What follows belongs to an exercise in optimizing a design on an open flow for small area; a production flow would make more cautious choices.
RTL that was checked went through simulation tests only; none was proved equivalent to the original.
The RTL of run 2 was laid out without a check of its function.
Power figures rest on the tool's default switching activity, not on a simulated workload.

==> flow/design.v, too long to show whole: its modules and the start of the top module <==
// module mod_decim: 4675 lines
// module md_fa: 4 lines
// module md_ha: 4 lines
module mod_decim (
    input  wire        clk,
    input  wire        rst_n,         
    input  wire        en,            
    input  wire [2:0]  cfg_k,         
    input  wire [8:0]  cfg_d,         
    input  wire        cfg_fir,       
    input  wire [15:0] trim_gain,     
    input  wire [15:0] trim_offset,   
    input  wire        tap_we,        
    input  wire [3:0]  tap_addr,
    input  wire [15:0] tap_wdata,     
    input  wire        code_valid,
    input  wire [3:0]  code,
    output wire        smp_valid,
    output wire [23:0] smp_value,
    output wire [1:0]  smp_qual,
    output wire [15:0] smp_seq
);
  // ...
==> flow/run.sh <==
#!/bin/bash
# synth_recipe.tcl (not shown) runs the flow's synth.tcl, then flattens the netlist and writes it again
# the make line also repeats each setting of config.mk as NAME=value (left out here)
make -C /OpenROAD-flow-scripts/flow DESIGN_CONFIG=/design/flow/config.mk WORK_HOME=/design/flow/orfs CLKGATE_MAP_FILE= SYNTH_SCRIPT=/design/flow/synth_recipe.tcl finish
==> flow/config.mk <==
export PLATFORM = sky130hd
export DESIGN_NAME = mod_decim
export DESIGN_NICKNAME = mod_decim
export VERILOG_FILES = /design/flow/design.v
export SDC_FILE = /design/flow/constraint.sdc
export NUM_CORES = 8
export LEC_CHECK = 0
export CAP_MARGIN = 20
export CORE_MARGIN = 2
export CORE_UTILIZATION = 25
export CTS_BUF_LIST = sky130_fd_sc_hd__clkbuf_4 sky130_fd_sc_hd__clkbuf_8
export PLACE_DENSITY = 0.45
export SLEW_MARGIN = 20
export SYNTH_HIERARCHICAL = 1
export SYNTH_MINIMUM_KEEP_SIZE = 0
==> flow/constraint.sdc <==
create_clock -name core_clock -period 24.0 [get_ports {clk}]
set_input_delay 4.8000 -clock core_clock [delete_from_list [all_inputs] [get_ports {clk}]]
set_output_delay 4.8000 -clock core_clock [all_outputs]
set_load 0.01 [all_outputs]
==> impl_metrics.ini, run 1 <==
[logic_synthesis]
yosysSeqAreaShare_pct = 31.20
yosysMostFrequentCell = fa_1
synth_compound_area_share_pct = 15.24
syn_area_mm2 = 0.1005
synthCells = 8626
synth_top_area_share_pct = 29.11
synth_xor_area_share_pct = 1.211

[clock_network]
cts_tree = built
clock-root-buffer = clkbuf_8
cts_buffers = 222

[global_route]
grt_pass1_wl_um = 560500
gr-total-overflow = 0
grtUsageTotal_pct = 18.80

[power]
power.group.top = combinational logic
power_switching_mw = 3.883
seq-power_mw = 2.52
pg_comb_mw = 4.67
pwr-share-seq_pct = 27.2

[sta]
whs_ns = 0.3589
rsz0062_at_grt = false
finalHoldViolations = 0

[floorplanning]
die_y_um = 638.1
dieArea_mm2 = 0.4072

[run_status]
status = timing/DRC/antenna clean

[worst_setup_path]
cp_num_cells = 37
reg2reg_setup_slack_ns = 6.23

[finish]
top_register = ring
seq_cells = 1166
seqCellArea_mm2 = 0.03139
multi_input_cells = 6111

[placed_design]
placedCellCount = 13400

[route]
final_antenna_net_count = 0
wl_per_cell_um = 28.24
wirelength_met1_um = 163800
dr_wl_met2_um = 169300
vias = 73530
==> run 2, diff against run 1 <==
--- a/flow/design.v
+++ b/flow/design.v
@@ -25,33 +25,37 @@
         for (i = 0; i < 16; i = i + 1)
             if (!rst_n || (tap_we && !en && tap_addr == i)) taps[i] <= tap_d;
     end
     reg        cv_q;
     reg [3:0]  code_q;
     reg [8:0]  ccnt;
     reg        v2, v3, v4, v5, v6, v7, v8;
     reg [36:0] i1, i2, i3, i4;        
-    reg [36:0] d1, d2, d3, d4;        
+    reg [36:0] d2, d3, d4;            
+    reg        wstart;                
     reg [36:0] ap;                    
     reg [49:0] sacc;                  
     reg [45:0] rg;                    
-    reg [31:0] rem;                   
     reg [4:0]  shf;                   
     reg [2:0]  st;                    
     reg        hv, hq;                 
     reg [4:0]  cnt;
     reg [23:0] ring [0:14];           
     reg [43:0] facc;                  
+    wire [31:0] rem = facc[31:0];
     reg        s1;                    
     reg [4:0]  nsamp;                 
     reg [15:0] scount;                
     localparam [2:0] ST_LOAD = 3'd0, ST_POW = 3'd1, ST_NORM = 3'd2, ST_DIV = 3'd3, ST_DONE = 3'd4, ST_CLR = 3'd5;
     wire [4:0]  x5 = {~code_q[3], code_q[2:0], 1'b1};           
     wire [36:0] xs = {{32{x5[4]}}, x5} << shf;
+    wire [36:0] i4g = wstart ? 37'd0 : i4;       
+    wire        dclr = (st == ST_CLR);
+    wire [36:0] c1  = dclr ? 37'd0 : i4;
     wire        sfb   = v4 | v5 | v6;
     wire        slast = v6;
     wire        sinit = (st == ST_LOAD);
     wire        normd = ap[32] | (ap[31] & (|ap[30:0]));
     wire [48:0] rgx   = {2'b00, rg, 1'b0};
     reg  [12:0] swin;
     always @* begin
         swin = 13'd0;
@@ -313,390 +317,315 @@
     wire gi_217, gi_218;
     md_fa ugi_217 (.a(i3[34]), .b(i2n[34]), .c(gi_216), .s(gi_217), .co(gi_218));
     wire gi_219, gi_220;
     md_fa ugi_219 (.a(i3[35]), .b(i2n[35]), .c(gi_218), .s(gi_219), .co(gi_220));
     wire gi_221, gi_222;
     md_fa ugi_221 (.a(i3[36]), .b(i2n[36]), .c(gi_220), .s(gi_221), .co(gi_222));
     wire [36:0] i3n = {gi_221, gi_219, gi_217, gi_215, gi_213, gi_211, gi_209, gi_207, gi_205, gi_203, gi_201, gi_199, gi_197, gi_195, gi_193, gi_191, gi_189, gi_187, gi_185, gi_183, gi_181, gi_179, gi_177, gi_175, gi_173, gi_171, gi_169, gi_167, gi_165, gi_163, gi_161, gi_159, gi_157, gi_155, gi_153, gi_151, gi_149};
     wire gi_223, gi_224;
-    md_ha ugi_223 (.a(i4[0]), .b(i3n[0]), .s(gi_223), .co(gi_224));
+    md_ha ugi_223 (.a(i4g[0]), .b(i3n[0]), .s(gi_223), .co(gi_224));
     wire gi_225, gi_226;
-    md_fa ugi_225 (.a(i4[1]), .b(i3n[1]), .c(gi_224), .s(gi_225), .co(gi_226));
+    md_fa ugi_225 (.a(i4g[1]), .b(i3n[1]), .c(gi_224), .s(gi_225), .co(gi_226));
     wire gi_227, gi_228;
-    md_fa ugi_227 (.a(i4[2]), .b(i3n[2]), .c(gi_226), .s(gi_227), .co(gi_228));
+    md_fa ugi_227 (.a(i4g[2]), .b(i3n[2]), .c(gi_226), .s(gi_227), .co(gi_228));
     wire gi_229, gi_230;
-    md_fa ugi_229 (.a(i4[3]), .b(i3n[3]), .c(gi_228), .s(gi_229), .co(gi_230));
+    md_fa ugi_229 (.a(i4g[3]), .b(i3n[3]), .c(gi_228), .s(gi_229), .co(gi_230));
     wire gi_231, gi_232;
-    md_fa ugi_231 (.a(i4[4]), .b(i3n[4]), .c(gi_230), .s(gi_231), .co(gi_232));
+    md_fa ugi_231 (.a(i4g[4]), .b(i3n[4]), .c(gi_230), .s(gi_231), .co(gi_232));
     wire gi_233, gi_234;
-    md_fa ugi_233 (.a(i4[5]), .b(i3n[5]), .c(gi_232), .s(gi_233), .co(gi_234));
+    md_fa ugi_233 (.a(i4g[5]), .b(i3n[5]), .c(gi_232), .s(gi_233), .co(gi_234));
     wire gi_235, gi_236;
-    md_fa ugi_235 (.a(i4[6]), .b(i3n[6]), .c(gi_234), .s(gi_235), .co(gi_236));
+    md_fa ugi_235 (.a(i4g[6]), .b(i3n[6]), .c(gi_234), .s(gi_235), .co(gi_236));
     wire gi_237, gi_238;
-    md_fa ugi_237 (.a(i4[7]), .b(i3n[7]), .c(gi_236), .s(gi_237), .co(gi_238));
+    md_fa ugi_237 (.a(i4g[7]), .b(i3n[7]), .c(gi_236), .s(gi_237), .co(gi_238));
     wire gi_239, gi_240;
-    md_fa ugi_239 (.a(i4[8]), .b(i3n[8]), .c(gi_238), .s(gi_239), .co(gi_240));
+    md_fa ugi_239 (.a(i4g[8]), .b(i3n[8]), .c(gi_238), .s(gi_239), .co(gi_240));
     wire gi_241, gi_242;
-    md_fa ugi_241 (.a(i4[9]), .b(i3n[9]), .c(gi_240), .s(gi_241), .co(gi_242));
+    md_fa ugi_241 (.a(i4g[9]), .b(i3n[9]), .c(gi_240), .s(gi_241), .co(gi_242));
     wire gi_243, gi_244;
-    md_fa ugi_243 (.a(i4[10]), .b(i3n[10]), .c(gi_242), .s(gi_243), .co(gi_244));
+    md_fa ugi_243 (.a(i4g[10]), .b(i3n[10]), .c(gi_242), .s(gi_243), .co(gi_244));
     wire gi_245, gi_246;
-    md_fa ugi_245 (.a(i4[11]), .b(i3n[11]), .c(gi_244), .s(gi_245), .co(gi_246));
+    md_fa ugi_245 (.a(i4g[11]), .b(i3n[11]), .c(gi_244), .s(gi_245), .co(gi_246));
     wire gi_247, gi_248;
-    md_fa ugi_247 (.a(i4[12]), .b(i3n[12]), .c(gi_246), .s(gi_247), .co(gi_248));
+    md_fa ugi_247 (.a(i4g[12]), .b(i3n[12]), .c(gi_246), .s(gi_247), .co(gi_248));
     wire gi_249, gi_250;
-    md_fa ugi_249 (.a(i4[13]), .b(i3n[13]), .c(gi_248), .s(gi_249), .co(gi_250));
+    md_fa ugi_249 (.a(i4g[13]), .b(i3n[13]), .c(gi_248), .s(gi_249), .co(gi_250));
     wire gi_251, gi_252;
-    md_fa ugi_251 (.a(i4[14]), .b(i3n[14]), .c(gi_250), .s(gi_251), .co(gi_252));
+    md_fa ugi_251 (.a(i4g[14]), .b(i3n[14]), .c(gi_250), .s(gi_251), .co(gi_252));
     wire gi_253, gi_254;
-    md_fa ugi_253 (.a(i4[15]), .b(i3n[15]), .c(gi_252), .s(gi_253), .co(gi_254));
+    md_fa ugi_253 (.a(i4g[15]), .b(i3n[15]), .c(gi_252), .s(gi_253), .co(gi_254));
     wire gi_255, gi_256;
-    md_fa ugi_255 (.a(i4[16]), .b(i3n[16]), .c(gi_254), .s(gi_255), .co(gi_256));
+    md_fa ugi_255 (.a(i4g[16]), .b(i3n[16]), .c(gi_254), .s(gi_255), .co(gi_256));
     wire gi_257, gi_258;
-    md_fa ugi_257 (.a(i4[17]), .b(i3n[17]), .c(gi_256), .s(gi_257), .co(gi_258));
+    md_fa ugi_257 (.a(i4g[17]), .b(i3n[17]), .c(gi_256), .s(gi_257), .co(gi_258));
     wire gi_259, gi_260;
-    md_fa ugi_259 (.a(i4[18]), .b(i3n[18]), .c(gi_258), .s(gi_259), .co(gi_260));
+    md_fa ugi_259 (.a(i4g[18]), .b(i3n[18]), .c(gi_258), .s(gi_259), .co(gi_260));
     wire gi_261, gi_262;
-    md_fa ugi_261 (.a(i4[19]), .b(i3n[19]), .c(gi_260), .s(gi_261), .co(gi_262));
+    md_fa ugi_261 (.a(i4g[19]), .b(i3n[19]), .c(gi_260), .s(gi_261), .co(gi_262));
     wire gi_263, gi_264;
-    md_fa ugi_263 (.a(i4[20]), .b(i3n[20]), .c(gi_262), .s(gi_263), .co(gi_264));
+    md_fa ugi_263 (.a(i4g[20]), .b(i3n[20]), .c(gi_262), .s(gi_263), .co(gi_264));
     wire gi_265, gi_266;
-    md_fa ugi_265 (.a(i4[21]), .b(i3n[21]), .c(gi_264), .s(gi_265), .co(gi_266));
+    md_fa ugi_265 (.a(i4g[21]), .b(i3n[21]), .c(gi_264), .s(gi_265), .co(gi_266));
     wire gi_267, gi_268;
-    md_fa ugi_267 (.a(i4[22]), .b(i3n[22]), .c(gi_266), .s(gi_267), .co(gi_268));
+    md_fa ugi_267 (.a(i4g[22]), .b(i3n[22]), .c(gi_266), .s(gi_267), .co(gi_268));
     wire gi_269, gi_270;
-    md_fa ugi_269 (.a(i4[23]), .b(i3n[23]), .c(gi_268), .s(gi_269), .co(gi_270));
+    md_fa ugi_269 (.a(i4g[23]), .b(i3n[23]), .c(gi_268), .s(gi_269), .co(gi_270));
     wire gi_271, gi_272;
-    md_fa ugi_271 (.a(i4[24]), .b(i3n[24]), .c(gi_270), .s(gi_271), .co(gi_272));
+    md_fa ugi_271 (.a(i4g[24]), .b(i3n[24]), .c(gi_270), .s(gi_271), .co(gi_272));
     wire gi_273, gi_274;
-    md_fa ugi_273 (.a(i4[25]), .b(i3n[25]), .c(gi_272), .s(gi_273), .co(gi_274));
+    md_fa ugi_273 (.a(i4g[25]), .b(i3n[25]), .c(gi_272), .s(gi_273), .co(gi_274));
     wire gi_275, gi_276;
-    md_fa ugi_275 (.a(i4[26]), .b(i3n[26]), .c(gi_274), .s(gi_275), .co(gi_276));
+    md_fa ugi_275 (.a(i4g[26]), .b(i3n[26]), .c(gi_274), .s(gi_275), .co(gi_276));
     wire gi_277, gi_278;
-    md_fa ugi_277 (.a(i4[27]), .b(i3n[27]), .c(gi_276), .s(gi_277), .co(gi_278));
+    md_fa ugi_277 (.a(i4g[27]), .b(i3n[27]), .c(gi_276), .s(gi_277), .co(gi_278));
     wire gi_279, gi_280;
-    md_fa ugi_279 (.a(i4[28]), .b(i3n[28]), .c(gi_278), .s(gi_279), .co(gi_280));
+    md_fa ugi_279 (.a(i4g[28]), .b(i3n[28]), .c(gi_278), .s(gi_279), .co(gi_280));
     wire gi_281, gi_282;
-    md_fa ugi_281 (.a(i4[29]), .b(i3n[29]), .c(gi_280), .s(gi_281), .co(gi_282));
+    md_fa ugi_281 (.a(i4g[29]), .b(i3n[29]), .c(gi_280), .s(gi_281), .co(gi_282));
     wire gi_283, gi_284;
-    md_fa ugi_283 (.a(i4[30]), .b(i3n[30]), .c(gi_282), .s(gi_283), .co(gi_284));
+    md_fa ugi_283 (.a(i4g[30]), .b(i3n[30]), .c(gi_282), .s(gi_283), .co(gi_284));
     wire gi_285, gi_286;
-    md_fa ugi_285 (.a(i4[31]), .b(i3n[31]), .c(gi_284), .s(gi_285), .co(gi_286));
+    md_fa ugi_285 (.a(i4g[31]), .b(i3n[31]), .c(gi_284), .s(gi_285), .co(gi_286));
     wire gi_287, gi_288;
-    md_fa ugi_287 (.a(i4[32]), .b(i3n[32]), .c(gi_286), .s(gi_287), .co(gi_288));
+    md_fa ugi_287 (.a(i4g[32]), .b(i3n[32]), .c(gi_286), .s(gi_287), .co(gi_288));
     wire gi_289, gi_290;
-    md_fa ugi_289 (.a(i4[33]), .b(i3n[33]), .c(gi_288), .s(gi_289), .co(gi_290));
+    md_fa ugi_289 (.a(i4g[33]), .b(i3n[33]), .c(gi_288), .s(gi_289), .co(gi_290));
     wire gi_291, gi_292;
-    md_fa ugi_291 (.a(i4[34]), .b(i3n[34]), .c(gi_290), .s(gi_291), .co(gi_292));
+    md_fa ugi_291 (.a(i4g[34]), .b(i3n[34]), .c(gi_290), .s(gi_291), .co(gi_292));
     wire gi_293, gi_294;
-    md_fa ugi_293 (.a(i4[35]), .b(i3n[35]), .c(gi_292), .s(gi_293), .co(gi_294));
+    md_fa ugi_293 (.a(i4g[35]), .b(i3n[35]), .c(gi_292), .s(gi_293), .co(gi_294));
     wire gi_295, gi_296;
-    md_fa ugi_295 (.a(i4[36]), .b(i3n[36]), .c(gi_294), .s(gi_295), .co(gi_296));
+    md_fa ugi_295 (.a(i4g[36]), .b(i3n[36]), .c(gi_294), .s(gi_295), .co(gi_296));
     wire [36:0] i4n = {gi_295, gi_293, gi_291, gi_289, gi_287, gi_285, gi_283, gi_281, gi_279, gi_277, gi_275, gi_273, gi_271, gi_269, gi_267, gi_265, gi_263, gi_261, gi_259, gi_257, gi_255, gi_253, gi_251, gi_249, gi_247, gi_245, gi_243, gi_241, gi_239, gi_237, gi_235, gi_233, gi_231, gi_229, gi_227, gi_225, gi_223};
-    wire gc_1 = ~(i4[0] ^ ~d1[0]);
-    wire gc_2 = i4[0] | ~d1[0];
+    wire gc_1 = ~(c1[0] ^ ~d2[0]);
+    wire gc_2 = c1[0] | ~d2[0];
     wire gc_3, gc_4;
-    md_fa ugc_3 (.a(i4[1]), .b(~d1[1]), .c(gc_2), .s(gc_3), .co(gc_4));
+    md_fa ugc_3 (.a(c1[1]), .b(~d2[1]), .c(gc_2), .s(gc_3), .co(gc_4));
     wire gc_5, gc_6;
-    md_fa ugc_5 (.a(i4[2]), .b(~d1[2]), .c(gc_4), .s(gc_5), .co(gc_6));
+    md_fa ugc_5 (.a(c1[2]), .b(~d2[2]), .c(gc_4), .s(gc_5), .co(gc_6));
     wire gc_7, gc_8;
-    md_fa ugc_7 (.a(i4[3]), .b(~d1[3]), .c(gc_6), .s(gc_7), .co(gc_8));
+    md_fa ugc_7 (.a(c1[3]), .b(~d2[3]), .c(gc_6), .s(gc_7), .co(gc_8));
     wire gc_9, gc_10;
-    md_fa ugc_9 (.a(i4[4]), .b(~d1[4]), .c(gc_8), .s(gc_9), .co(gc_10));
+    md_fa ugc_9 (.a(c1[4]), .b(~d2[4]), .c(gc_8), .s(gc_9), .co(gc_10));
     wire gc_11, gc_12;
-    md_fa ugc_11 (.a(i4[5]), .b(~d1[5]), .c(gc_10), .s(gc_11), .co(gc_12));
+    md_fa ugc_11 (.a(c1[5]), .b(~d2[5]), .c(gc_10), .s(gc_11), .co(gc_12));
     wire gc_13, gc_14;
-    md_fa ugc_13 (.a(i4[6]), .b(~d1[6]), .c(gc_12), .s(gc_13), .co(gc_14));
+    md_fa ugc_13 (.a(c1[6]), .b(~d2[6]), .c(gc_12), .s(gc_13), .co(gc_14));
     wire gc_15, gc_16;
-    md_fa ugc_15 (.a(i4[7]), .b(~d1[7]), .c(gc_14), .s(gc_15), .co(gc_16));
+    md_fa ugc_15 (.a(c1[7]), .b(~d2[7]), .c(gc_14), .s(gc_15), .co(gc_16));
     wire gc_17, gc_18;
-    md_fa ugc_17 (.a(i4[8]), .b(~d1[8]), .c(gc_16), .s(gc_17), .co(gc_18));
+    md_fa ugc_17 (.a(c1[8]), .b(~d2[8]), .c(gc_16), .s(gc_17), .co(gc_18));
     wire gc_19, gc_20;
-    md_fa ugc_19 (.a(i4[9]), .b(~d1[9]), .c(gc_18), .s(gc_19), .co(gc_20));
+    md_fa ugc_19 (.a(c1[9]), .b(~d2[9]), .c(gc_18), .s(gc_19), .co(gc_20));
     wire gc_21, gc_22;
-    md_fa ugc_21 (.a(i4[10]), .b(~d1[10]), .c(gc_20), .s(gc_21), .co(gc_22));
+    md_fa ugc_21 (.a(c1[10]), .b(~d2[10]), .c(gc_20), .s(gc_21), .co(gc_22));
     wire gc_23, gc_24;
-    md_fa ugc_23 (.a(i4[11]), .b(~d1[11]), .c(gc_22), .s(gc_23), .co(gc_24));
+    md_fa ugc_23 (.a(c1[11]), .b(~d2[11]), .c(gc_22), .s(gc_23), .co(gc_24));
     wire gc_25, gc_26;
-    md_fa ugc_25 (.a(i4[12]), .b(~d1[12]), .c(gc_24), .s(gc_25), .co(gc_26));
+    md_fa ugc_25 (.a(c1[12]), .b(~d2[12]), .c(gc_24), .s(gc_25), .co(gc_26));
     wire gc_27, gc_28;
-    md_fa ugc_27 (.a(i4[13]), .b(~d1[13]), .c(gc_26), .s(gc_27), .co(gc_28));
+    md_fa ugc_27 (.a(c1[13]), .b(~d2[13]), .c(gc_26), .s(gc_27), .co(gc_28));
     wire gc_29, gc_30;
-    md_fa ugc_29 (.a(i4[14]), .b(~d1[14]), .c(gc_28), .s(gc_29), .co(gc_30));
+    md_fa ugc_29 (.a(c1[14]), .b(~d2[14]), .c(gc_28), .s(gc_29), .co(gc_30));
     wire gc_31, gc_32;
-    md_fa ugc_31 (.a(i4[15]), .b(~d1[15]), .c(gc_30), .s(gc_31), .co(gc_32));
+    md_fa ugc_31 (.a(c1[15]), .b(~d2[15]), .c(gc_30), .s(gc_31), .co(gc_32));
     wire gc_33, gc_34;
-    md_fa ugc_33 (.a(i4[16]), .b(~d1[16]), .c(gc_32), .s(gc_33), .co(gc_34));
+    md_fa ugc_33 (.a(c1[16]), .b(~d2[16]), .c(gc_32), .s(gc_33), .co(gc_34));
     wire gc_35, gc_36;
-    md_fa ugc_35 (.a(i4[17]), .b(~d1[17]), .c(gc_34), .s(gc_35), .co(gc_36));
+    md_fa ugc_35 (.a(c1[17]), .b(~d2[17]), .c(gc_34), .s(gc_35), .co(gc_36));
     wire gc_37, gc_38;
-    md_fa ugc_37 (.a(i4[18]), .b(~d1[18]), .c(gc_36), .s(gc_37), .co(gc_38));
+    md_fa ugc_37 (.a(c1[18]), .b(~d2[18]), .c(gc_36), .s(gc_37), .co(gc_38));
     wire gc_39, gc_40;
-    md_fa ugc_39 (.a(i4[19]), .b(~d1[19]), .c(gc_38), .s(gc_39), .co(gc_40));
+    md_fa ugc_39 (.a(c1[19]), .b(~d2[19]), .c(gc_38), .s(gc_39), .co(gc_40));
     wire gc_41, gc_42;
-    md_fa ugc_41 (.a(i4[20]), .b(~d1[20]), .c(gc_40), .s(gc_41), .co(gc_42));
+    md_fa ugc_41 (.a(c1[20]), .b(~d2[20]), .c(gc_40), .s(gc_41), .co(gc_42));
     wire gc_43, gc_44;
-    md_fa ugc_43 (.a(i4[21]), .b(~d1[21]), .c(gc_42), .s(gc_43), .co(gc_44));
+    md_fa ugc_43 (.a(c1[21]), .b(~d2[21]), .c(gc_42), .s(gc_43), .co(gc_44));
     wire gc_45, gc_46;
-    md_fa ugc_45 (.a(i4[22]), .b(~d1[22]), .c(gc_44), .s(gc_45), .co(gc_46));
+    md_fa ugc_45 (.a(c1[22]), .b(~d2[22]), .c(gc_44), .s(gc_45), .co(gc_46));
     wire gc_47, gc_48;
-    md_fa ugc_47 (.a(i4[23]), .b(~d1[23]), .c(gc_46), .s(gc_47), .co(gc_48));
+    md_fa ugc_47 (.a(c1[23]), .b(~d2[23]), .c(gc_46), .s(gc_47), .co(gc_48));
     wire gc_49, gc_50;
-    md_fa ugc_49 (.a(i4[24]), .b(~d1[24]), .c(gc_48), .s(gc_49), .co(gc_50));
+    md_fa ugc_49 (.a(c1[24]), .b(~d2[24]), .c(gc_48), .s(gc_49), .co(gc_50));
     wire gc_51, gc_52;
-    md_fa ugc_51 (.a(i4[25]), .b(~d1[25]), .c(gc_50), .s(gc_51), .co(gc_52));
+    md_fa ugc_51 (.a(c1[25]), .b(~d2[25]), .c(gc_50), .s(gc_51), .co(gc_52));
     wire gc_53, gc_54;
-    md_fa ugc_53 (.a(i4[26]), .b(~d1[26]), .c(gc_52), .s(gc_53), .co(gc_54));
+    md_fa ugc_53 (.a(c1[26]), .b(~d2[26]), .c(gc_52), .s(gc_53), .co(gc_54));
     wire gc_55, gc_56;
-    md_fa ugc_55 (.a(i4[27]), .b(~d1[27]), .c(gc_54), .s(gc_55), .co(gc_56));
+    md_fa ugc_55 (.a(c1[27]), .b(~d2[27]), .c(gc_54), .s(gc_55), .co(gc_56));
     wire gc_57, gc_58;
-    md_fa ugc_57 (.a(i4[28]), .b(~d1[28]), .c(gc_56), .s(gc_57), .co(gc_58));
+    md_fa ugc_57 (.a(c1[28]), .b(~d2[28]), .c(gc_56), .s(gc_57), .co(gc_58));
     wire gc_59, gc_60;
-    md_fa ugc_59 (.a(i4[29]), .b(~d1[29]), .c(gc_58), .s(gc_59), .co(gc_60));
+    md_fa ugc_59 (.a(c1[29]), .b(~d2[29]), .c(gc_58), .s(gc_59), .co(gc_60));
     wire gc_61, gc_62;
-    md_fa ugc_61 (.a(i4[30]), .b(~d1[30]), .c(gc_60), .s(gc_61), .co(gc_62));
+    md_fa ugc_61 (.a(c1[30]), .b(~d2[30]), .c(gc_60), .s(gc_61), .co(gc_62));
     wire gc_63, gc_64;
-    md_fa ugc_63 (.a(i4[31]), .b(~d1[31]), .c(gc_62), .s(gc_63), .co(gc_64));
+    md_fa ugc_63 (.a(c1[31]), .b(~d2[31]), .c(gc_62), .s(gc_63), .co(gc_64));
     wire gc_65, gc_66;
-    md_fa ugc_65 (.a(i4[32]), .b(~d1[32]), .c(gc_64), .s(gc_65), .co(gc_66));
+    md_fa ugc_65 (.a(c1[32]), .b(~d2[32]), .c(gc_64), .s(gc_65), .co(gc_66));
     wire gc_67, gc_68;
-    md_fa ugc_67 (.a(i4[33]), .b(~d1[33]), .c(gc_66), .s(gc_67), .co(gc_68));
+    md_fa ugc_67 (.a(c1[33]), .b(~d2[33]), .c(gc_66), .s(gc_67), .co(gc_68));
     wire gc_69, gc_70;
-    md_fa ugc_69 (.a(i4[34]), .b(~d1[34]), .c(gc_68), .s(gc_69), .co(gc_70));
+    md_fa ugc_69 (.a(c1[34]), .b(~d2[34]), .c(gc_68), .s(gc_69), .co(gc_70));
     wire gc_71, gc_72;
-    md_fa ugc_71 (.a(i4[35]), .b(~d1[35]), .c(gc_70), .s(gc_71), .co(gc_72));
+    md_fa ugc_71 (.a(c1[35]), .b(~d2[35]), .c(gc_70), .s(gc_71), .co(gc_72));
     wire gc_73, gc_74;
-    md_fa ugc_73 (.a(i4[36]), .b(~d1[36]), .c(gc_72), .s(gc_73), .co(gc_74));
-    wire [36:0] c1 = {gc_73, gc_71, gc_69, gc_67, gc_65, gc_63, gc_61, gc_59, gc_57, gc_55, gc_53, gc_51, gc_49, gc_47, gc_45, gc_43, gc_41, gc_39, gc_37, gc_35, gc_33, gc_31, gc_29, gc_27, gc_25, gc_23, gc_21, gc_19, gc_17, gc_15, gc_13, gc_11, gc_9, gc_7, gc_5, gc_3, gc_1};
-    wire gc_75 = ~(c1[0] ^ ~d2[0]);
-    wire gc_76 = c1[0] | ~d2[0];
+    md_fa ugc_73 (.a(c1[36]), .b(~d2[36]), .c(gc_72), .s(gc_73), .co(gc_74));
+    wire [36:0] c2 = {gc_73, gc_71, gc_69, gc_67, gc_65, gc_63, gc_61, gc_59, gc_57, gc_55, gc_53, gc_51, gc_49, gc_47, gc_45, gc_43, gc_41, gc_39, gc_37, gc_35, gc_33, gc_31, gc_29, gc_27, gc_25, gc_23, gc_21, gc_19, gc_17, gc_15, gc_13, gc_11, gc_9, gc_7, gc_5, gc_3, gc_1};
+    wire gc_75 = ~(c2[0] ^ ~d3[0]);
+    wire gc_76 = c2[0] | ~d3[0];
     wire gc_77, gc_78;
-    md_fa ugc_77 (.a(c1[1]), .b(~d2[1]), .c(gc_76), .s(gc_77), .co(gc_78));
+    md_fa ugc_77 (.a(c2[1]), .b(~d3[1]), .c(gc_76), .s(gc_77), .co(gc_78));
     wire gc_79, gc_80;
-    md_fa ugc_79 (.a(c1[2]), .b(~d2[2]), .c(gc_78), .s(gc_79), .co(gc_80));
+    md_fa ugc_79 (.a(c2[2]), .b(~d3[2]), .c(gc_78), .s(gc_79), .co(gc_80));
     wire gc_81, gc_82;
-    md_fa ugc_81 (.a(c1[3]), .b(~d2[3]), .c(gc_80), .s(gc_81), .co(gc_82));
+    md_fa ugc_81 (.a(c2[3]), .b(~d3[3]), .c(gc_80), .s(gc_81), .co(gc_82));
     wire gc_83, gc_84;
-    md_fa ugc_83 (.a(c1[4]), .b(~d2[4]), .c(gc_82), .s(gc_83), .co(gc_84));
+    md_fa ugc_83 (.a(c2[4]), .b(~d3[4]), .c(gc_82), .s(gc_83), .co(gc_84));
     wire gc_85, gc_86;
-    md_fa ugc_85 (.a(c1[5]), .b(~d2[5]), .c(gc_84), .s(gc_85), .co(gc_86));
+    md_fa ugc_85 (.a(c2[5]), .b(~d3[5]), .c(gc_84), .s(gc_85), .co(gc_86));
     wire gc_87, gc_88;
-    md_fa ugc_87 (.a(c1[6]), .b(~d2[6]), .c(gc_86), .s(gc_87), .co(gc_88));
+    md_fa ugc_87 (.a(c2[6]), .b(~d3[6]), .c(gc_86), .s(gc_87), .co(gc_88));
     wire gc_89, gc_90;
-    md_fa ugc_89 (.a(c1[7]), .b(~d2[7]), .c(gc_88), .s(gc_89), .co(gc_90));
+    md_fa ugc_89 (.a(c2[7]), .b(~d3[7]), .c(gc_88), .s(gc_89), .co(gc_90));
     wire gc_91, gc_92;
-    md_fa ugc_91 (.a(c1[8]), .b(~d2[8]), .c(gc_90), .s(gc_91), .co(gc_92));
+    md_fa ugc_91 (.a(c2[8]), .b(~d3[8]), .c(gc_90), .s(gc_91), .co(gc_92));
     wire gc_93, gc_94;
-    md_fa ugc_93 (.a(c1[9]), .b(~d2[9]), .c(gc_92), .s(gc_93), .co(gc_94));
+    md_fa ugc_93 (.a(c2[9]), .b(~d3[9]), .c(gc_92), .s(gc_93), .co(gc_94));
     wire gc_95, gc_96;
-    md_fa ugc_95 (.a(c1[10]), .b(~d2[10]), .c(gc_94), .s(gc_95), .co(gc_96));
+    md_fa ugc_95 (.a(c2[10]), .b(~d3[10]), .c(gc_94), .s(gc_95), .co(gc_96));
     wire gc_97, gc_98;
-    md_fa ugc_97 (.a(c1[11]), .b(~d2[11]), .c(gc_96), .s(gc_97), .co(gc_98));
+    md_fa ugc_97 (.a(c2[11]), .b(~d3[11]), .c(gc_96), .s(gc_97), .co(gc_98));
     wire gc_99, gc_100;
-    md_fa ugc_99 (.a(c1[12]), .b(~d2[12]), .c(gc_98), .s(gc_99), .co(gc_100));
+    md_fa ugc_99 (.a(c2[12]), .b(~d3[12]), .c(gc_98), .s(gc_99), .co(gc_100));
     wire gc_101, gc_102;
-    md_fa ugc_101 (.a(c1[13]), .b(~d2[13]), .c(gc_100), .s(gc_101), .co(gc_102));
+    md_fa ugc_101 (.a(c2[13]), .b(~d3[13]), .c(gc_100), .s(gc_101), .co(gc_102));
     wire gc_103, gc_104;
-    md_fa ugc_103 (.a(c1[14]), .b(~d2[14]), .c(gc_102), .s(gc_103), .co(gc_104));
+    md_fa ugc_103 (.a(c2[14]), .b(~d3[14]), .c(gc_102), .s(gc_103), .co(gc_104));
     wire gc_105, gc_106;
-    md_fa ugc_105 (.a(c1[15]), .b(~d2[15]), .c(gc_104), .s(gc_105), .co(gc_106));
+    md_fa ugc_105 (.a(c2[15]), .b(~d3[15]), .c(gc_104), .s(gc_105), .co(gc_106));
     wire gc_107, gc_108;
-    md_fa ugc_107 (.a(c1[16]), .b(~d2[16]), .c(gc_106), .s(gc_107), .co(gc_108));
+    md_fa ugc_107 (.a(c2[16]), .b(~d3[16]), .c(gc_106), .s(gc_107), .co(gc_108));
     wire gc_109, gc_110;
-    md_fa ugc_109 (.a(c1[17]), .b(~d2[17]), .c(gc_108), .s(gc_109), .co(gc_110));
+    md_fa ugc_109 (.a(c2[17]), .b(~d3[17]), .c(gc_108), .s(gc_109), .co(gc_110));
     wire gc_111, gc_112;
-    md_fa ugc_111 (.a(c1[18]), .b(~d2[18]), .c(gc_110), .s(gc_111), .co(gc_112));
+    md_fa ugc_111 (.a(c2[18]), .b(~d3[18]), .c(gc_110), .s(gc_111), .co(gc_112));
     wire gc_113, gc_114;
-    md_fa ugc_113 (.a(c1[19]), .b(~d2[19]), .c(gc_112), .s(gc_113), .co(gc_114));
+    md_fa ugc_113 (.a(c2[19]), .b(~d3[19]), .c(gc_112), .s(gc_113), .co(gc_114));
     wire gc_115, gc_116;
-    md_fa ugc_115 (.a(c1[20]), .b(~d2[20]), .c(gc_114), .s(gc_115), .co(gc_116));
+    md_fa ugc_115 (.a(c2[20]), .b(~d3[20]), .c(gc_114), .s(gc_115), .co(gc_116));
     wire gc_117, gc_118;
-    md_fa ugc_117 (.a(c1[21]), .b(~d2[21]), .c(gc_116), .s(gc_117), .co(gc_118));
+    md_fa ugc_117 (.a(c2[21]), .b(~d3[21]), .c(gc_116), .s(gc_117), .co(gc_118));
     wire gc_119, gc_120;
-    md_fa ugc_119 (.a(c1[22]), .b(~d2[22]), .c(gc_118), .s(gc_119), .co(gc_120));
+    md_fa ugc_119 (.a(c2[22]), .b(~d3[22]), .c(gc_118), .s(gc_119), .co(gc_120));
     wire gc_121, gc_122;
-    md_fa ugc_121 (.a(c1[23]), .b(~d2[23]), .c(gc_120), .s(gc_121), .co(gc_122));
+    md_fa ugc_121 (.a(c2[23]), .b(~d3[23]), .c(gc_120), .s(gc_121), .co(gc_122));
     wire gc_123, gc_124;
-    md_fa ugc_123 (.a(c1[24]), .b(~d2[24]), .c(gc_122), .s(gc_123), .co(gc_124));
+    md_fa ugc_123 (.a(c2[24]), .b(~d3[24]), .c(gc_122), .s(gc_123), .co(gc_124));
     wire gc_125, gc_126;
-    md_fa ugc_125 (.a(c1[25]), .b(~d2[25]), .c(gc_124), .s(gc_125), .co(gc_126));
+    md_fa ugc_125 (.a(c2[25]), .b(~d3[25]), .c(gc_124), .s(gc_125), .co(gc_126));
     wire gc_127, gc_128;
-    md_fa ugc_127 (.a(c1[26]), .b(~d2[26]), .c(gc_126), .s(gc_127), .co(gc_128));
+    md_fa ugc_127 (.a(c2[26]), .b(~d3[26]), .c(gc_126), .s(gc_127), .co(gc_128));
     wire gc_129, gc_130;
-    md_fa ugc_129 (.a(c1[27]), .b(~d2[27]), .c(gc_128), .s(gc_129), .co(gc_130));
+    md_fa ugc_129 (.a(c2[27]), .b(~d3[27]), .c(gc_128), .s(gc_129), .co(gc_130));
     wire gc_131, gc_132;
-    md_fa ugc_131 (.a(c1[28]), .b(~d2[28]), .c(gc_130), .s(gc_131), .co(gc_132));
+    md_fa ugc_131 (.a(c2[28]), .b(~d3[28]), .c(gc_130), .s(gc_131), .co(gc_132));
     wire gc_133, gc_134;
-    md_fa ugc_133 (.a(c1[29]), .b(~d2[29]), .c(gc_132), .s(gc_133), .co(gc_134));
+    md_fa ugc_133 (.a(c2[29]), .b(~d3[29]), .c(gc_132), .s(gc_133), .co(gc_134));
     wire gc_135, gc_136;
-    md_fa ugc_135 (.a(c1[30]), .b(~d2[30]), .c(gc_134), .s(gc_135), .co(gc_136));
+    md_fa ugc_135 (.a(c2[30]), .b(~d3[30]), .c(gc_134), .s(gc_135), .co(gc_136));
     wire gc_137, gc_138;
-    md_fa ugc_137 (.a(c1[31]), .b(~d2[31]), .c(gc_136), .s(gc_137), .co(gc_138));
+    md_fa ugc_137 (.a(c2[31]), .b(~d3[31]), .c(gc_136), .s(gc_137), .co(gc_138));
     wire gc_139, gc_140;
-    md_fa ugc_139 (.a(c1[32]), .b(~d2[32]), .c(gc_138), .s(gc_139), .co(gc_140));
+    md_fa ugc_139 (.a(c2[32]), .b(~d3[32]), .c(gc_138), .s(gc_139), .co(gc_140));
     wire gc_141, gc_142;
-    md_fa ugc_141 (.a(c1[33]), .b(~d2[33]), .c(gc_140), .s(gc_141), .co(gc_142));
+    md_fa ugc_141 (.a(c2[33]), .b(~d3[33]), .c(gc_140), .s(gc_141), .co(gc_142));
     wire gc_143, gc_144;
-    md_fa ugc_143 (.a(c1[34]), .b(~d2[34]), .c(gc_142), .s(gc_143), .co(gc_144));
+    md_fa ugc_143 (.a(c2[34]), .b(~d3[34]), .c(gc_142), .s(gc_143), .co(gc_144));
     wire gc_145, gc_146;
-    md_fa ugc_145 (.a(c1[35]), .b(~d2[35]), .c(gc_144), .s(gc_145), .co(gc_146));
+    md_fa ugc_145 (.a(c2[35]), .b(~d3[35]), .c(gc_144), .s(gc_145), .co(gc_146));
     wire gc_147, gc_148;
-    md_fa ugc_147 (.a(c1[36]), .b(~d2[36]), .c(gc_146), .s(gc_147), .co(gc_148));
-    wire [36:0] c2 = {gc_147, gc_145, gc_143, gc_141, gc_139, gc_137, gc_135, gc_133, gc_131, gc_129, gc_127, gc_125, gc_123, gc_121, gc_119, gc_117, gc_115, gc_113, gc_111, gc_109, gc_107, gc_105, gc_103, gc_101, gc_99, gc_97, gc_95, gc_93, gc_91, gc_89, gc_87, gc_85, gc_83, gc_81, gc_79, gc_77, gc_75};
-    wire gc_149 = ~(c2[0] ^ ~d3[0]);
-    wire gc_150 = c2[0] | ~d3[0];
+    md_fa ugc_147 (.a(c2[36]), .b(~d3[36]), .c(gc_146), .s(gc_147), .co(gc_148));
+    wire [36:0] c3 = {gc_147, gc_145, gc_143, gc_141, gc_139, gc_137, gc_135, gc_133, gc_131, gc_129, gc_127, gc_125, gc_123, gc_121, gc_119, gc_117, gc_115, gc_113, gc_111, gc_109, gc_107, gc_105, gc_103, gc_101, gc_99, gc_97, gc_95, gc_93, gc_91, gc_89, gc_87, gc_85, gc_83, gc_81, gc_79, gc_77, gc_75};
+    wire gc_149 = ~(c3[0] ^ ~d4[0]);
+    wire gc_150 = c3[0] | ~d4[0];
     wire gc_151, gc_152;
-    md_fa ugc_151 (.a(c2[1]), .b(~d3[1]), .c(gc_150), .s(gc_151), .co(gc_152));
+    md_fa ugc_151 (.a(c3[1]), .b(~d4[1]), .c(gc_150), .s(gc_151), .co(gc_152));
     wire gc_153, gc_154;
-    md_fa ugc_153 (.a(c2[2]), .b(~d3[2]), .c(gc_152), .s(gc_153), .co(gc_154));
+    md_fa ugc_153 (.a(c3[2]), .b(~d4[2]), .c(gc_152), .s(gc_153), .co(gc_154));
     wire gc_155, gc_156;
-    md_fa ugc_155 (.a(c2[3]), .b(~d3[3]), .c(gc_154), .s(gc_155), .co(gc_156));
+    md_fa ugc_155 (.a(c3[3]), .b(~d4[3]), .c(gc_154), .s(gc_155), .co(gc_156));
     wire gc_157, gc_158;
-    md_fa ugc_157 (.a(c2[4]), .b(~d3[4]), .c(gc_156), .s(gc_157), .co(gc_158));
+    md_fa ugc_157 (.a(c3[4]), .b(~d4[4]), .c(gc_156), .s(gc_157), .co(gc_158));
     wire gc_159, gc_160;
-    md_fa ugc_159 (.a(c2[5]), .b(~d3[5]), .c(gc_158), .s(gc_159), .co(gc_160));
+    md_fa ugc_159 (.a(c3[5]), .b(~d4[5]), .c(gc_158), .s(gc_159), .co(gc_160));
     wire gc_161, gc_162;
-    md_fa ugc_161 (.a(c2[6]), .b(~d3[6]), .c(gc_160), .s(gc_161), .co(gc_162));
+    md_fa ugc_161 (.a(c3[6]), .b(~d4[6]), .c(gc_160), .s(gc_161), .co(gc_162));
     wire gc_163, gc_164;
-    md_fa ugc_163 (.a(c2[7]), .b(~d3[7]), .c(gc_162), .s(gc_163), .co(gc_164));
+    md_fa ugc_163 (.a(c3[7]), .b(~d4[7]), .c(gc_162), .s(gc_163), .co(gc_164));
     wire gc_165, gc_166;
-    md_fa ugc_165 (.a(c2[8]), .b(~d3[8]), .c(gc_164), .s(gc_165), .co(gc_166));
+    md_fa ugc_165 (.a(c3[8]), .b(~d4[8]), .c(gc_164), .s(gc_165), .co(gc_166));
     wire gc_167, gc_168;
-    md_fa ugc_167 (.a(c2[9]), .b(~d3[9]), .c(gc_166), .s(gc_167), .co(gc_168));
+    md_fa ugc_167 (.a(c3[9]), .b(~d4[9]), .c(gc_166), .s(gc_167), .co(gc_168));
     wire gc_169, gc_170;
-    md_fa ugc_169 (.a(c2[10]), .b(~d3[10]), .c(gc_168), .s(gc_169), .co(gc_170));
+    md_fa ugc_169 (.a(c3[10]), .b(~d4[10]), .c(gc_168), .s(gc_169), .co(gc_170));
     wire gc_171, gc_172;
-    md_fa ugc_171 (.a(c2[11]), .b(~d3[11]), .c(gc_170), .s(gc_171), .co(gc_172));
+    md_fa ugc_171 (.a(c3[11]), .b(~d4[11]), .c(gc_170), .s(gc_171), .co(gc_172));
     wire gc_173, gc_174;
-    md_fa ugc_173 (.a(c2[12]), .b(~d3[12]), .c(gc_172), .s(gc_173), .co(gc_174));
+    md_fa ugc_173 (.a(c3[12]), .b(~d4[12]), .c(gc_172), .s(gc_173), .co(gc_174));
     wire gc_175, gc_176;
-    md_fa ugc_175 (.a(c2[13]), .b(~d3[13]), .c(gc_174), .s(gc_175), .co(gc_176));
+    md_fa ugc_175 (.a(c3[13]), .b(~d4[13]), .c(gc_174), .s(gc_175), .co(gc_176));
     wire gc_177, gc_178;
-    md_fa ugc_177 (.a(c2[14]), .b(~d3[14]), .c(gc_176), .s(gc_177), .co(gc_178));
+    md_fa ugc_177 (.a(c3[14]), .b(~d4[14]), .c(gc_176), .s(gc_177), .co(gc_178));
     wire gc_179, gc_180;
-    md_fa ugc_179 (.a(c2[15]), .b(~d3[15]), .c(gc_178), .s(gc_179), .co(gc_180));
+    md_fa ugc_179 (.a(c3[15]), .b(~d4[15]), .c(gc_178), .s(gc_179), .co(gc_180));
     wire gc_181, gc_182;
-    md_fa ugc_181 (.a(c2[16]), .b(~d3[16]), .c(gc_180), .s(gc_181), .co(gc_182));
+    md_fa ugc_181 (.a(c3[16]), .b(~d4[16]), .c(gc_180), .s(gc_181), .co(gc_182));
     wire gc_183, gc_184;
-    md_fa ugc_183 (.a(c2[17]), .b(~d3[17]), .c(gc_182), .s(gc_183), .co(gc_184));
+    md_fa ugc_183 (.a(c3[17]), .b(~d4[17]), .c(gc_182), .s(gc_183), .co(gc_184));
     wire gc_185, gc_186;
-    md_fa ugc_185 (.a(c2[18]), .b(~d3[18]), .c(gc_184), .s(gc_185), .co(gc_186));
+    md_fa ugc_185 (.a(c3[18]), .b(~d4[18]), .c(gc_184), .s(gc_185), .co(gc_186));
     wire gc_187, gc_188;
-    md_fa ugc_187 (.a(c2[19]), .b(~d3[19]), .c(gc_186), .s(gc_187), .co(gc_188));
+    md_fa ugc_187 (.a(c3[19]), .b(~d4[19]), .c(gc_186), .s(gc_187), .co(gc_188));
     wire gc_189, gc_190;
-    md_fa ugc_189 (.a(c2[20]), .b(~d3[20]), .c(gc_188), .s(gc_189), .co(gc_190));
+    md_fa ugc_189 (.a(c3[20]), .b(~d4[20]), .c(gc_188), .s(gc_189), .co(gc_190));
     wire gc_191, gc_192;
-    md_fa ugc_191 (.a(c2[21]), .b(~d3[21]), .c(gc_190), .s(gc_191), .co(gc_192));
+    md_fa ugc_191 (.a(c3[21]), .b(~d4[21]), .c(gc_190), .s(gc_191), .co(gc_192));
     wire gc_193, gc_194;
-    md_fa ugc_193 (.a(c2[22]), .b(~d3[22]), .c(gc_192), .s(gc_193), .co(gc_194));
+    md_fa ugc_193 (.a(c3[22]), .b(~d4[22]), .c(gc_192), .s(gc_193), .co(gc_194));
     wire gc_195, gc_196;
-    md_fa ugc_195 (.a(c2[23]), .b(~d3[23]), .c(gc_194), .s(gc_195), .co(gc_196));
+    md_fa ugc_195 (.a(c3[23]), .b(~d4[23]), .c(gc_194), .s(gc_195), .co(gc_196));
     wire gc_197, gc_198;
-    md_fa ugc_197 (.a(c2[24]), .b(~d3[24]), .c(gc_196), .s(gc_197), .co(gc_198));
+    md_fa ugc_197 (.a(c3[24]), .b(~d4[24]), .c(gc_196), .s(gc_197), .co(gc_198));
     wire gc_199, gc_200;
-    md_fa ugc_199 (.a(c2[25]), .b(~d3[25]), .c(gc_198), .s(gc_199), .co(gc_200));
+    md_fa ugc_199 (.a(c3[25]), .b(~d4[25]), .c(gc_198), .s(gc_199), .co(gc_200));
     wire gc_201, gc_202;
-    md_fa ugc_201 (.a(c2[26]), .b(~d3[26]), .c(gc_200), .s(gc_201), .co(gc_202));
+    md_fa ugc_201 (.a(c3[26]), .b(~d4[26]), .c(gc_200), .s(gc_201), .co(gc_202));
     wire gc_203, gc_204;
-    md_fa ugc_203 (.a(c2[27]), .b(~d3[27]), .c(gc_202), .s(gc_203), .co(gc_204));
+    md_fa ugc_203 (.a(c3[27]), .b(~d4[27]), .c(gc_202), .s(gc_203), .co(gc_204));
     wire gc_205, gc_206;
-    md_fa ugc_205 (.a(c2[28]), .b(~d3[28]), .c(gc_204), .s(gc_205), .co(gc_206));
+    md_fa ugc_205 (.a(c3[28]), .b(~d4[28]), .c(gc_204), .s(gc_205), .co(gc_206));
     wire gc_207, gc_208;
-    md_fa ugc_207 (.a(c2[29]), .b(~d3[29]), .c(gc_206), .s(gc_207), .co(gc_208));
+    md_fa ugc_207 (.a(c3[29]), .b(~d4[29]), .c(gc_206), .s(gc_207), .co(gc_208));
     wire gc_209, gc_210;
-    md_fa ugc_209 (.a(c2[30]), .b(~d3[30]), .c(gc_208), .s(gc_209), .co(gc_210));
+    md_fa ugc_209 (.a(c3[30]), .b(~d4[30]), .c(gc_208), .s(gc_209), .co(gc_210));
     wire gc_211, gc_212;
-    md_fa ugc_211 (.a(c2[31]), .b(~d3[31]), .c(gc_210), .s(gc_211), .co(gc_212));
+    md_fa ugc_211 (.a(c3[31]), .b(~d4[31]), .c(gc_210), .s(gc_211), .co(gc_212));
     wire gc_213, gc_214;
-    md_fa ugc_213 (.a(c2[32]), .b(~d3[32]), .c(gc_212), .s(gc_213), .co(gc_214));
+    md_fa ugc_213 (.a(c3[32]), .b(~d4[32]), .c(gc_212), .s(gc_213), .co(gc_214));
     wire gc_215, gc_216;
-    md_fa ugc_215 (.a(c2[33]), .b(~d3[33]), .c(gc_214), .s(gc_215), .co(gc_216));
+    md_fa ugc_215 (.a(c3[33]), .b(~d4[33]), .c(gc_214), .s(gc_215), .co(gc_216));
     wire gc_217, gc_218;
-    md_fa ugc_217 (.a(c2[34]), .b(~d3[34]), .c(gc_216), .s(gc_217), .co(gc_218));
+    md_fa ugc_217 (.a(c3[34]), .b(~d4[34]), .c(gc_216), .s(gc_217), .co(gc_218));
     wire gc_219, gc_220;
-    md_fa ugc_219 (.a(c2[35]), .b(~d3[35]), .c(gc_218), .s(gc_219), .co(gc_220));
+    md_fa ugc_219 (.a(c3[35]), .b(~d4[35]), .c(gc_218), .s(gc_219), .co(gc_220));
     wire gc_221, gc_222;
-    md_fa ugc_221 (.a(c2[36]), .b(~d3[36]), .c(gc_220), .s(gc_221), .co(gc_222));
-    wire [36:0] c3 = {gc_221, gc_219, gc_217, gc_215, gc_213, gc_211, gc_209, gc_207, gc_205, gc_203, gc_201, gc_199, gc_197, gc_195, gc_193, gc_191, gc_189, gc_187, gc_185, gc_183, gc_181, gc_179, gc_177, gc_175, gc_173, gc_171, gc_169, gc_167, gc_165, gc_163, gc_161, gc_159, gc_157, gc_155, gc_153, gc_151, gc_149};
-    wire gc_223 = ~(c3[0] ^ ~d4[0]);
-    wire gc_224 = c3[0] | ~d4[0];
-    wire gc_225, gc_226;
-    md_fa ugc_225 (.a(c3[1]), .b(~d4[1]), .c(gc_224), .s(gc_225), .co(gc_226));
-    wire gc_227, gc_228;
-    md_fa ugc_227 (.a(c3[2]), .b(~d4[2]), .c(gc_226), .s(gc_227), .co(gc_228));
-    wire gc_229, gc_230;
-    md_fa ugc_229 (.a(c3[3]), .b(~d4[3]), .c(gc_228), .s(gc_229), .co(gc_230));
-    wire gc_231, gc_232;
-    md_fa ugc_231 (.a(c3[4]), .b(~d4[4]), .c(gc_230), .s(gc_231), .co(gc_232));
-    wire gc_233, gc_234;
-    md_fa ugc_233 (.a(c3[5]), .b(~d4[5]), .c(gc_232), .s(gc_233), .co(gc_234));
-    wire gc_235, gc_236;
-    md_fa ugc_235 (.a(c3[6]), .b(~d4[6]), .c(gc_234), .s(gc_235), .co(gc_236));
-    wire gc_237, gc_238;
-    md_fa ugc_237 (.a(c3[7]), .b(~d4[7]), .c(gc_236), .s(gc_237), .co(gc_238));
-    wire gc_239, gc_240;
-    md_fa ugc_239 (.a(c3[8]), .b(~d4[8]), .c(gc_238), .s(gc_239), .co(gc_240));
-    wire gc_241, gc_242;
-    md_fa ugc_241 (.a(c3[9]), .b(~d4[9]), .c(gc_240), .s(gc_241), .co(gc_242));
-    wire gc_243, gc_244;
-    md_fa ugc_243 (.a(c3[10]), .b(~d4[10]), .c(gc_242), .s(gc_243), .co(gc_244));
-    wire gc_245, gc_246;
-    md_fa ugc_245 (.a(c3[11]), .b(~d4[11]), .c(gc_244), .s(gc_245), .co(gc_246));
-    wire gc_247, gc_248;
-    md_fa ugc_247 (.a(c3[12]), .b(~d4[12]), .c(gc_246), .s(gc_247), .co(gc_248));
-    wire gc_249, gc_250;
-    md_fa ugc_249 (.a(c3[13]), .b(~d4[13]), .c(gc_248), .s(gc_249), .co(gc_250));
-    wire gc_251, gc_252;
-    md_fa ugc_251 (.a(c3[14]), .b(~d4[14]), .c(gc_250), .s(gc_251), .co(gc_252));
-    wire gc_253, gc_254;
-    md_fa ugc_253 (.a(c3[15]), .b(~d4[15]), .c(gc_252), .s(gc_253), .co(gc_254));
-    wire gc_255, gc_256;
-    md_fa ugc_255 (.a(c3[16]), .b(~d4[16]), .c(gc_254), .s(gc_255), .co(gc_256));
-    wire gc_257, gc_258;
-    md_fa ugc_257 (.a(c3[17]), .b(~d4[17]), .c(gc_256), .s(gc_257), .co(gc_258));
-    wire gc_259, gc_260;
-    md_fa ugc_259 (.a(c3[18]), .b(~d4[18]), .c(gc_258), .s(gc_259), .co(gc_260));
-    wire gc_261, gc_262;
-    md_fa ugc_261 (.a(c3[19]), .b(~d4[19]), .c(gc_260), .s(gc_261), .co(gc_262));
-    wire gc_263, gc_264;
-    md_fa ugc_263 (.a(c3[20]), .b(~d4[20]), .c(gc_262), .s(gc_263), .co(gc_264));
-    wire gc_265, gc_266;
-    md_fa ugc_265 (.a(c3[21]), .b(~d4[21]), .c(gc_264), .s(gc_265), .co(gc_266));
-    wire gc_267, gc_268;
-    md_fa ugc_267 (.a(c3[22]), .b(~d4[22]), .c(gc_266), .s(gc_267), .co(gc_268));
-    wire gc_269, gc_270;
-    md_fa ugc_269 (.a(c3[23]), .b(~d4[23]), .c(gc_268), .s(gc_269), .co(gc_270));
-    wire gc_271, gc_272;
-    md_fa ugc_271 (.a(c3[24]), .b(~d4[24]), .c(gc_270), .s(gc_271), .co(gc_272));
-    wire gc_273, gc_274;
-    md_fa ugc_273 (.a(c3[25]), .b(~d4[25]), .c(gc_272), .s(gc_273), .co(gc_274));
-    wire gc_275, gc_276;
-    md_fa ugc_275 (.a(c3[26]), .b(~d4[26]), .c(gc_274), .s(gc_275), .co(gc_276));
-    wire gc_277, gc_278;
-    md_fa ugc_277 (.a(c3[27]), .b(~d4[27]), .c(gc_276), .s(gc_277), .co(gc_278));
-    wire gc_279, gc_280;
-    md_fa ugc_279 (.a(c3[28]), .b(~d4[28]), .c(gc_278), .s(gc_279), .co(gc_280));
-    wire gc_281, gc_282;
-    md_fa ugc_281 (.a(c3[29]), .b(~d4[29]), .c(gc_280), .s(gc_281), .co(gc_282));
-    wire gc_283, gc_284;
-    md_fa ugc_283 (.a(c3[30]), .b(~d4[30]), .c(gc_282), .s(gc_283), .co(gc_284));
-    wire gc_285, gc_286;
-    md_fa ugc_285 (.a(c3[31]), .b(~d4[31]), .c(gc_284), .s(gc_285), .co(gc_286));
-    wire gc_287, gc_288;
-    md_fa ugc_287 (.a(c3[32]), .b(~d4[32]), .c(gc_286), .s(gc_287), .co(gc_288));
-    wire gc_289, gc_290;
-    md_fa ugc_289 (.a(c3[33]), .b(~d4[33]), .c(gc_288), .s(gc_289), .co(gc_290));
-    wire gc_291, gc_292;
-    md_fa ugc_291 (.a(c3[34]), .b(~d4[34]), .c(gc_290), .s(gc_291), .co(gc_292));
-    wire gc_293, gc_294;
-    md_fa ugc_293 (.a(c3[35]), .b(~d4[35]), .c(gc_292), .s(gc_293), .co(gc_294));
-    wire gc_295, gc_296;
-    md_fa ugc_295 (.a(c3[36]), .b(~d4[36]), .c(gc_294), .s(gc_295), .co(gc_296));
-    wire [36:0] c4 = {gc_295, gc_293, gc_291, gc_289, gc_287, gc_285, gc_283, gc_281, gc_279, gc_277, gc_275, gc_273, gc_271, gc_269, gc_267, gc_265, gc_263, gc_261, gc_259, gc_257, gc_255, gc_253, gc_251, gc_249, gc_247, gc_245, gc_243, gc_241, gc_239, gc_237, gc_235, gc_233, gc_231, gc_229, gc_227, gc_225, gc_223};
+    md_fa ugc_221 (.a(c3[36]), .b(~d4[36]), .c(gc_220), .s(gc_221), .co(gc_222));
+    wire [36:0] c4 = {gc_221, gc_219, gc_217, gc_215, gc_213, gc_211, gc_209, gc_207, gc_205, gc_203, gc_201, gc_199, gc_197, gc_195, gc_193, gc_191, gc_189, gc_187, gc_185, gc_183, gc_181, gc_179, gc_177, gc_175, gc_173, gc_171, gc_169, gc_167, gc_165, gc_163, gc_161, gc_159, gc_157, gc_155, gc_153, gc_151, gc_149};
     wire gs_1 = sacc[12] & sfb;
     wire gs_2 = sacc[13] & sfb;
     wire gs_3 = sacc[14] & sfb;
     wire gs_4 = sacc[15] & sfb;
     wire gs_5 = sacc[16] & sfb;
     wire gs_6 = sacc[17] & sfb;
     wire gs_7 = sacc[18] & sfb;
     wire gs_8 = sacc[19] & sfb;
@@ -4579,28 +4508,28 @@
         end else begin
             if (cv_q) ccnt <= bnd1 ? 9'd0 : ccnt + 9'd1;
             v2 <= bnd1; v3 <= v2; v4 <= v3; v5 <= v4;
             v6 <= v5; v7 <= v6; v8 <= v7;
         end
     end
     always @(posedge clk) begin
         if (!run) begin
-            i1 <= 37'd0; i2 <= 37'd0; i3 <= 37'd0; i4 <= 37'd0;
+            i1 <= 37'd0; i2 <= 37'd0; i3 <= 37'd0;
+            wstart <= 1'b1;
         end else if (cv_q) begin
+            wstart <= bnd1;
             if (kk == 3'd4) i1 <= i1n;
             if (kk >= 3'd3) i2 <= i2n;
             if (kk >= 3'd2) i3 <= i3n;
             i4 <= i4n;
         end
     end
-    wire dclr = (st == ST_CLR);
     always @(posedge clk) begin
         if (v2 | dclr) begin
-            d1 <= i4;
             if (dclr | (kk >= 3'd2)) d2 <= c1;
             if (dclr | (kk >= 3'd3)) d3 <= c2;
             if (dclr | (kk == 3'd4)) d4 <= c3;
         end
     end
     wire setup_mul = (st == ST_LOAD) | (st == ST_POW) | ((st == ST_NORM) & ~normd);
     always @(posedge clk) begin
         if (v2) ap <= c4;
@@ -4610,17 +4539,16 @@
     always @(posedge clk) begin
         hv <= run & (st == ST_DIV);
         hq <= dge;
         if (run & hv) rg <= rgn;
         if (!run) begin
             st  <= ST_CLR;
             cnt <= 5'd3;
             shf <= 5'd0;
-            rem <= 32'h44444444;
             rg  <= 46'd0;
         end else begin
             case (st)
                 ST_CLR: begin
                     cnt <= cnt - 5'd1;
                     if (cnt[1:0] == 2'd0) st <= ST_LOAD;
                 end
                 ST_LOAD: begin
@@ -4635,28 +4563,30 @@
                     if (normd) begin
                         st  <= ST_DIV;
                         cnt <= 5'd25;
                     end else begin
                         shf <= shf + 5'd1;
                     end
                 end
                 ST_DIV: begin
-                    rem <= dge ? ddiff[31:0] : {rem[30:0], dw};
                     cnt <= cnt - 5'd1;
                     if (cnt == 5'd0) st <= ST_DONE;
                 end
                 default: ;
             endcase
         end
     end
     wire [4:0] nneed = {2'b00, cfg_k} + (cfg_fir ? 5'd15 : 5'd0);
     wire [5:0] nnext = {1'b0, nsamp} + 6'd1;
     always @(posedge clk) begin
-        facc <= fsum;
+        if (st == ST_DIV)       facc[31:0] <= dge ? ddiff[31:0] : {rem[30:0], dw};
+        else if (st == ST_NORM) facc[31:0] <= 32'h44444444;
+        else                    facc[31:0] <= fsum[31:0];
+        facc[43:32] <= fsum[43:32];
         if (v4 | v5 | v6 | v7) begin
             for (i = 1; i < 15; i = i + 1) ring[i] <= ring[(i + 11) % 15];
             ring[0] <= v7 ? yn : ring[11];
         end
         if (!run) begin
             nsamp  <= 5'd0;
             scount <= 16'd0;
         end else if (v7) begin
==> flow/config.mk (replaced) <==
export PLATFORM = sky130hd
export DESIGN_NAME = mod_decim
export DESIGN_NICKNAME = mod_decim
export VERILOG_FILES = /design/flow/design.v
export SDC_FILE = /design/flow/constraint.sdc
export NUM_CORES = 8
export LEC_CHECK = 0
export CAP_MARGIN = 20
export CORE_MARGIN = 2
export CORE_UTILIZATION = 50
export CTS_BUF_LIST = sky130_fd_sc_hd__clkbuf_16
export CTS_CLUSTER_DIAMETER = 100
export CTS_CLUSTER_SIZE = 30
export PLACE_DENSITY = 0.6
export SLEW_MARGIN = 20
export SYNTH_HIERARCHICAL = 1
export SYNTH_MINIMUM_KEEP_SIZE = 0
==> run 2 against run 1 <==
Compared with the run above:
- combinational power down about 30%
- power fell by 27%
- critical path depth down 1
- die area shrank 50%
- routed wire length fell by 11%
- sequential cell count fell by 68
- critical path type unchanged
- largest cell class unchanged
==> impl_metrics.ini, run 2 <==
[power]
total_power_mw = 6.763
combPwrFrac_pct = 48.3
p_int_mw = 3.996
power_switching_mw = 2.768
vdd_drop_max_uv = 150.6
pwr-share-clk_pct = 17.1
powerDensity_mw_per_mm2 = 64.11
p_leak_nw = 46.05
pwr-share-seq_pct = 34.6
switching_share_pct = 40.92

[worst_setup_path]
critical_path_class = input pin to register
startpoint = cfg_d[7]
slowest_stage = a221oi_4
worst_ep_required_time_ns = 24.63
max_stage_delay_ns = 0.70
crit_arrival_ns = 19.32
start_kind = input pin
cp-end-kind = register
path_max_fanout = 36
rr_startpoint = shf[3]
cp_common_cell = fa_1

[logic_synthesis]
synthCells = 8819
synthAdderAreaFrac_pct = 30.87
yosysTopAreaCell = fa_1
yosys-top-cells-count = 1426 x fa_1, 802 x edfxtp_1, 758 x mux2i_1
synth_top_family_by_area = adder cells
synth_xor_area_share_pct = 1.492
synthesis.nets = 10500
synth-edff-count = 802
yosys.area_share.simple_pct = 8.107
async_reset_ff_share_pct = 0
synthFlopType = edfxtp_1
yosysUniqueCellTypes = 88
yosys_register_bits = 1098
syn_area_mm2 = 0.09980
yosysSeqAreaShare_pct = 30.07
synth_mux_area_share_pct = 9.253
synth_top_area_share_pct = 28.60
yosysWarningCount = 9
yosysMostFrequentCell = fa_1
synth_compound_area_share_pct = 15.25
synth.avg_cell_area_um2 = 11.32
synthTopCellsByArea = fa_1 29%, edfxtp_1 24%, mux2i_1 7.6%, dfxtp_1 5.9%, a22oi_1 4.2%

[global_route]
gr-total-overflow = 0
grt_max_degree = 112
antenna_found_initial = 13
grt_pass1_vias = 74200
grtUsageTotal_pct = 34.15
grt_pass1_wl_um = 513900

[placed_design]
hpwl_um = 257200
gp_congestion = 0.9997
place_area_mm2 = 0.1036
portBuffers = 116

[route]
vias = 73230
final_antenna_net_count = 0
routed_wl_um = 347000
drtIter0Drc = 8531
wl_per_cell_um = 31.27
route.detailed.drc = 0
firstDrtPassIters = 7
routed_via_density = 6.598

[sta]
rsz0062_at_grt = false
min_period_ns = 18.68
finalHoldViolations = 0
relSlewSlack_pct = 20.80
period_share_pct = 77.85
tightest_slew_ns = 1.187
whs_ns = 0.3925
fin_skew_ns = 0.07199
final_max_slew_viol_count = 0
setup_tns_ns = 0
fmax_mhz = 53.53
finalSetupViolations = 0

[floorplanning]
die_x_um = 450.8
dieArea_mm2 = 0.2032
io-pin-count = 117
core-area_mm2 = 0.1978
rows = 163
die_y_um = 450.8
start_util_pct = 50.45

[clock_network]
cts_buffer_depth = 3
cts_sinks = 1098
clock_latency_ns = 0.79
path_clk_slew_ns = 0.11
clock-root-buffer = clkbuf_16
cts_tree = built
cts_resized = 0
cts_buffers = 53
hold_buffers = 0
htree_levels = 2
postCtsSetupBuffers = 0

[finish]
syn_to_final_growth_pct = 5.703
drive_gt1_share_pct = 8.847
layout_common_cells = 1425 x fa_1, 802 x edfxtp_1, 733 x mux2i_1, 568 x nand2_1, 559 x a22oi_1
final.fill_count = 17200
final_util_pct = 53.33
final_common_cell = fa_1
largest_reg_flops = 360
top_register = ring
reg_top3 = ring (360), taps (256), rg (46)
multi_input_area_mm2 = 0.06520
final_net_count = 10090
finalInstanceArea_mm2 = 0.1055
seqCellArea_mm2 = 0.03002

[run_status]
status = timing/DRC/antenna clean

[min_path]
min_path_type = register to register
worstHoldStart = ring[5][19]

[flow_run]
cap_violations = 0
==> run 2: cell types whose count changed in the layout (fill, tap and decap cells not counted), moves of 96 or more <==
cell      delta
o211a_1    +107
clkbuf_8   -238
and3_1     +114
a221oi_1   -201
a221o_1    -156
nand2_1     +96
==> run 2: critical path: cells and delay by family <==
kind	cells	cell delay, ns
buffers and inverters	3	1.28
muxes	2	0.52
and+or+nand+nor	2	0.41
adders and majority gates	27	11.25
AOI/OAI and AO/OA	2	1.03
==> run 2: final timing paths <==
path / endpoint / slack, ns / cells past startpoint
setup / recovery: sacc[47] / 5.32 / 36
hold / removal: ring[9][19] / 0.39 / 0
setup reg to reg: i4[36] / 6.14 / 41
hold reg to reg: ring[9][19] / 0.39 / 0
==> run 2: layout make-up <==
cell class / instances / share of cell area, %
diodes: 4 / 0.009488
clock buffers: 53 / 1.257
clock inverters: 44 / 0.4981
inverters: 302 / 1.075
multi-input cells: 6474 / 61.80
flip-flops and latches: 1098 / 28.46
well taps: 2640 / 3.131
repair buffers: 484 / 3.766
==> run 2: cell families (layout without fill, tap and decap cells) <==
kind of cell | after synthesis | in the layout
AOI/OAI and AO/OA | 2081 | 2081
and+or+nand+nor | 1712 | 1712
adders and majority gates | 1607 | 1607
buffers and inverters | 1247 | 883
DFF | 1098 | 1098
muxes | 904 | 904
xor gates and xnor gates | 170 | 170
other | 0 | 4
==> run 2: per-layer routing <==
| layer | global-route usage, % | up-vias | wire (µm) |
|---|---|---|---|
| met5 | 0.2604 | - | 96 |
| met4 | 14.33 | 8 | 18140 |
| met3 | 9.861 | 774 | 38960 |
| met2 | 53.59 | 3936 | 158500 |
| met1 | 44.32 | 37740 | 131300 |
| li1 | - | 30770 | - |
==> run 2: power by group through the flow <==
| stage | registers (mW) | clock network [mW] | logic [mW] |
|---|---|---|---|
| finish | 2.34 | 1.16 | 3.27 |
| global placement | 2.38 | 0 | 3.18 |
| floorplan | 2.31 | 0 | 2.02 |
| global route | 2.35 | 1.25 | 3.56 |
| detailed placement | 2.38 | 0 | 3.24 |
| CTS | 2.34 | 1.19 | 3.27 |
==> run 2: stage by stage <==
stage                     worst slack, ns  instances
final                               5.317      11100
after global placement              4.651      11000
after global routing                4.936      11100
after floorplan                     6.179       8819
after CTS                           5.316      11090
after detailed placement            4.422      11000
==> run 2: Yosys stat by module (local to each module, per instance) <==
module     flops+latches  area [µm²]  copies in the design
mod_decim           1098       69980                     1
md_fa                  0       20.02                  1425
md_ha                  0       12.51                   104

==> afterwards: timing with drivers on the ports <==
How much do the figures lean on ideal ports? The routed layouts below were timed once more, with nothing changed but the port constraints.
Step 1 assumes that a clkbuf_16 drives the clock port and a buf_2 every other input.
Step 2 adds t to the input delays and takes it off the output delays; t is the mean of the earliest and latest rising clock arrival at the registers after step 1. Input paths then give back, and output paths get back, about the clock's delay inside the block.
a / b / c = ideal ports / drivers / drivers and shift; a / b = the first two.
run | t (ns) | setup WS [ns] | hold slack, ns | worst register clock-pin slew, ns | pins driven straight from the clock port
run 1 | 1.147 | 5.688 / 5.759 / 4.611 | 0.359 / 0.359 / 0.359 | 0.08 / 0.08 | 1
run 2 | 0.840 | 5.317 / 5.386 / 4.546 | 0.393 / 0.393 / 0.393 | 0.12 / 0.12 | 1
After both steps every run listed still meets setup and hold. For run 1, which loses most, drivers alone change the setup slack by +0.071 ns; drivers and shift together by -1.077 ns.
